Context: an optimization exercise on an open-source flow, tuned for small area, a short achievable clock period and few clock cycles per item. The choices shown serve that exercise and are no tape-out recipe. Where RTL was checked, it was by simulation tests only, not by an equivalence proof against the original.

## the baseline
// layer_blend
module layer_blend (
    input  wire        clk,
    input  wire        rst,
    input  wire        cfg_we,
    input  wire        cfg_addr,
    input  wire [31:0] cfg_wdata,
    input  wire        in_valid,
    output wire        in_ready,
    input  wire [11:0] fg_y,
    input  wire [11:0] fg_cb,
    input  wire [11:0] fg_cr,
    input  wire [10:0] fg_a,
    input  wire [11:0] key_y,
    input  wire [11:0] bg_y,
    input  wire [11:0] bg_cb,
    input  wire [11:0] bg_cr,
    output reg         out_valid,
    input  wire        out_ready,
    output reg  [11:0] out_y,
    output reg  [11:0] out_cb,
    output reg  [11:0] out_cr
);
==> flow/config.mk <==
export PLATFORM = sky130hd
export DESIGN_NAME = layer_blend
export DESIGN_NICKNAME = layer_blend
export VERILOG_FILES = /design/flow/design.v
export SDC_FILE = /design/flow/constraint.sdc
export NUM_CORES = 4
export LEC_CHECK = 0
export ABC_AREA = 1
export CAP_MARGIN = 20
export CORE_MARGIN = 2
export CORE_UTILIZATION = 40
export CTS_CLUSTER_DIAMETER = 80
export CTS_CLUSTER_SIZE = 22
export SLEW_MARGIN = 20
export SYNTH_HIERARCHICAL = 1
export SYNTH_MINIMUM_KEEP_SIZE = 0
==> flow/constraint.sdc <==
create_clock -name core_clock -period 95.0 [get_ports {clk}]
set_input_delay 19.0000 -clock core_clock [delete_from_list [all_inputs] [get_ports {clk}]]
set_output_delay 19.0000 -clock core_clock [all_outputs]
set_load 0.01 [all_outputs]
standard.sh (not shown) runs the stock make flow with config.mk's settings and CLKGATE_MAP_FILE= SYNTH_SCRIPT=/design/flow/synth_recipe.tcl, a recipe that flattens the netlist after the stock synthesis.
==> flow/flow/run.sh <==
#!/bin/bash
# The standard layout, with plain buf_2 cells as the port buffers instead of
# the delay buffers that buffer_ports picks by default.
set -euo pipefail
export BUFFER_PORTS_ARGS="-buffer_cell sky130_fd_sc_hd__buf_2"
bash standard.sh > standard_flow.log 2>&1
--- input diff the baseline..the candidate ---
- ABC_AREA no longer set, was 1
Findings:
A critical path capture point of r1_rem[10]$_DFFE_PN_ is what the candidate shows, while key_r[2]$_SDFFE_PP0P_ belongs to the baseline.
The candidate vs the baseline — synthesized cell count dropped 736.
Register-to-register slack (higher): the baseline
Total of buffers placed on input and output ports came out exactly the same in the baseline and the candidate.
Taking the baseline as the reference, in the candidate met2 global-route usage saw a decrease.
No run of this note included a check of the RTL's function; only the layout flow was run.

---

## lane 1
Another version of the RTL of layer_blend (not shown whole).
Size: roughly 4000 cells after synthesis, roughly 380 flip-flops, roughly 0.036 mm2 of cells after synthesis.
==> flow/config.mk <==
export PLATFORM = sky130hd
export DESIGN_NAME = layer_blend
export DESIGN_NICKNAME = layer_blend
export VERILOG_FILES = /design/flow/design.v
export SDC_FILE = /design/flow/constraint.sdc
export NUM_CORES = 4
export LEC_CHECK = 0
export ABC_AREA = 1
export CAP_MARGIN = 20
export CORE_MARGIN = 2
export CORE_UTILIZATION = 40
export CTS_CLUSTER_DIAMETER = 80
export CTS_CLUSTER_SIZE = 22
export SLEW_MARGIN = 20
export SYNTH_HIERARCHICAL = 1
export SYNTH_MINIMUM_KEEP_SIZE = 0
==> flow/constraint.sdc <==
create_clock -name core_clock -period 95.0 [get_ports {clk}]
set_input_delay 19.0000 -clock core_clock [delete_from_list [all_inputs] [get_ports {clk}]]
set_output_delay 19.0000 -clock core_clock [all_outputs]
set_load 0.01 [all_outputs]
Scripts as last shown in full above: flow/flow/run.sh
Lane 1 finished all stages; the layout is clean.
Testbench counts of lane 1, summed over its fixed seeds: cycles 24,768, items 24,576.
> inputs changed (lane 1 -> lane 2)
# lane 1
export LEC_CHECK = 0
export ABC_AREA = 1
export CAP_MARGIN = 20
export CORE_MARGIN = 2
export CORE_UTILIZATION = 40
export CTS_CLUSTER_DIAMETER = 80
export CTS_CLUSTER_SIZE = 22
export SLEW_MARGIN = 20
export SYNTH_HIERARCHICAL = 1
export SYNTH_MINIMUM_KEEP_SIZE = 0
create_clock -name core_clock -period 95.0 [get_ports {clk}]
# lane 2
export LEC_CHECK = 0
export CAP_MARGIN = 20
export CORE_MARGIN = 2
export CORE_UTILIZATION = 40
export SLEW_MARGIN = 20
export SYNTH_HIERARCHICAL = 1
export SYNTH_MINIMUM_KEEP_SIZE = 0
create_clock -name core_clock -period 95.0 [get_ports {clk}]
Notes after the runs:
met4 as the top metal layer carrying routed signals was reported by lane 1, and met5 by lane 2. Compared with lane 1, lane 2 shows a lower detailed-placement wirelength estimate. | fmax | lane 2 vs lane 1 | 0.31% higher |. Between lane 1 and lane 2, the flow reports multi-input combinational gate total decreasing by a few percent.
For lane 3, these inputs were changed with respect to lane 2:
# lane 2
export LEC_CHECK = 0
export CAP_MARGIN = 20
export CORE_MARGIN = 2
export CORE_UTILIZATION = 40
export SLEW_MARGIN = 20
export SYNTH_HIERARCHICAL = 1
export SYNTH_MINIMUM_KEEP_SIZE = 0
create_clock -name core_clock -period 95.0 [get_ports {clk}]
# lane 3
export LEC_CHECK = 0
export CAP_MARGIN = 20
export CORE_MARGIN = 2
export CORE_UTILIZATION = 65
export CTS_BUF_LIST = sky130_fd_sc_hd__clkbuf_8
export CTS_CLUSTER_SIZE = 30
export SLEW_MARGIN = 20
export SYNTH_HIERARCHICAL = 1
export SYNTH_MINIMUM_KEEP_SIZE = 0
create_clock -name core_clock -period 95.0 [get_ports {clk}]
==> comparison <==
- Of lane 2 and lane 3, the run reporting the higher inserted tap cell count was lane 2.
- Clock insertion delay at the later pin of the skew report (lane 3 over lane 2): increase, 0.07 ns
- Diff lane 2..lane 3 | non-clock buffering overhead in the final layout | negligible
- Lane 3 against lane 2: layout overhead on the synthesized area decreased 2.1 points; post-route cell area dropped 750 um2.

---

== job 9565 ==
layer_blend again, from the RTL that the note above started with.
clock: 95.0 ns
lec_check: 0
abc_area: 1
cap_margin: 20
core_margin: 2
core_utilization: 40
slew_margin: 20
synth_hierarchical: 1
synth_minimum_keep_size: 0
Scripts as last shown in full above: flow/flow/run.sh
Testbench counts of job 9565, summed over its fixed seeds: cycles 24,768, items 24,576.
## Diff of input files: job 5305 against job 9565
Settings: setting CTS_CLUSTER_SIZE to 22 for the first time; changing SLEW_MARGIN from 20 to 0; setting CTS_CLUSTER_DIAMETER to 80 for the first time; changing CAP_MARGIN from 20 to 0.
Findings:
- Post-layout worst setup margin: lower on job 5305
- Fraction of layout cells with a size suffix above 1 (higher): job 9565
- Against job 9565, job 5305 comes in 1.4 points lower on area growth from synthesis to layout.
- Looking at total detailed-routing wirelength across job 5305 and job 9565, the one that comes out higher is job 9565.
- Relative to job 9565, cell count has gone down in job 5305.
- Vias: job 5305 fewer than job 9565
- Relative to job 9565, utilization has decreased by 0.58 points in job 5305.
- Looking at register-to-register slack, job 5305 sits 70 ps lower than job 9565 does.
- Job 5305 completed every stage of the flow, and the final layout passed the timing, DRC and antenna checks.
- Between job 5305 and job 9565, it is job 5305 whose final critical-path required period is higher, by 35 ps.
## Diff of input files: job 5963 against job 5305
Settings: SLEW_MARGIN now 20, was 0; CAP_MARGIN now 20, was 0; CTS_CLUSTER_DIAMETER no longer set, was 80; CTS_BUF_LIST now sky130_fd_sc_hd__clkbuf_8, previously not set; CTS_CLUSTER_SIZE no longer set, was 22; ABC_AREA no longer set, was 1.
==> summary.txt <==
Looking at met1 capacity usage during global routing across job 5963 and job 5305, the one that comes out higher is job 5963. NOTE filler cell count in the final layout job 5305->job 5963 decreased by a few percent. Job 5963 vs. job 5305: actual transition at the worst max-transition pin dropped 65 ps; fraction of area in registers went down 0.60 points. Higher non-clock buffer total of the final layout goes to job 5963 over job 5305. Compared with job 5305, job 5963 shows simple-gate share of the synthesized area lower by 2.5 points. The share of the cycle needed by the critical path after routing was comparable across job 5963 and job 5305.
The following lists how job 3121 was set up differently from job 5963:
Settings: ABC_AREA newly set to 1; CTS_CLUSTER_SIZE newly set to 28; CTS_BUF_LIST removed (was sky130_fd_sc_hd__clkbuf_8); CTS_CLUSTER_DIAMETER newly set to 100.
## What came out
| met3 routing resource usage after global routing | lower: job 3121 |. Of the two candidates, job 5963 has the worse first-pass GRT wire length and job 3121 the better one. Setup slack: job 3121 less than job 5963. Job 3121 vs job 5963, start point of the critical path: out_cr[8]$_DFFE_PN_ vs out_cb[2]$_DFFE_PN_. Multi-input logic area for job 3121 is lower than for job 5963.
Changes in job 4042 relative to job 3121:
Settings: a deleted CTS_CLUSTER_SIZE that had been 28; a deleted CTS_CLUSTER_DIAMETER that had been 100; a change of CORE_UTILIZATION from 40 to 65; a deleted ABC_AREA that had been 1.
--- outcome ---
Changes observed in job 4042 relative to job 3121: instance count along the most critical hold path shows no meaningful change; highest achievable clock rate shows an increase of 0.37%. Compared with job 3121, in job 4042 detailed-router iteration count before antenna repair saw an increase, design area rose by about 0.75%. Per the comparison of job 4042 with job 3121, setup slack of the critical path after layout went up; count of plain and timing-repair buffers up 10. Job 3121 reports its routing layer with the top usage in global route as met2 while job 4042 reports met1.
--- input diff job 4042..job 3781 ---
Settings: ABC_AREA now 1, previously not set; CORE_UTILIZATION now 60, was 65.
==> comparison <==
- The run showing the smaller global-route track usage on met3 is job 4042.
- Min final non-filler cell total across job 4042 and job 3781: job 4042
- Compared job 3781 vs job 4042, and tightest slew margin relative to the limit is up in job 3781.

## port drivers added, routing unchanged
No port has a modelled driver above. Below, the same layouts with a new extraction and two added sets of constraints. Step 1 assumes that a clkbuf_16 drives the clock port and a buf_2 every other input. Step 2 times the ports against the registers' clock, not the clock port: input delays grow and output delays shrink by t, the midpoint of the rising clock arrivals with the driver on. a / b / c = ideal / step 1 / step 2; a / b = the first two.
| run | shift t [ns] | setup slack, ns | pins driven straight from the clock port |
|---|---|---|---|
| the baseline | 0.691 | 74.480 / 74.528 / 73.837 | 1 |
| the candidate | 0.643 | 73.565 / 73.565 / 73.565 | 1 |
| lane 1 | 0.693 | 74.780 / 74.710 / 74.383 | 1 |
| lane 2 | 0.657 | 74.843 / 74.782 / 74.759 | 1 |
| lane 3 | 0.732 | 74.758 / 74.702 / 74.550 | 1 |
| job 9565 | 0.679 | 74.816 / 74.750 / 74.407 | 1 |
| job 5305 | 0.692 | 74.781 / 74.711 / 74.387 | 1 |
| job 5963 | 0.722 | 74.780 / 74.720 / 74.751 | 1 |
| job 3121 | 0.679 | 74.773 / 74.707 / 74.433 | 1 |
| job 4042 | 0.647 | 74.847 / 74.785 / 74.554 | 1 |
| job 3781 | 0.641 | 74.844 / 74.801 / 74.244 | 1 |
After both steps setup and hold are still met in every run listed. The setup slack of the baseline, which loses most, moves by +0.048 ns with the drivers and by -0.643 ns with both steps.
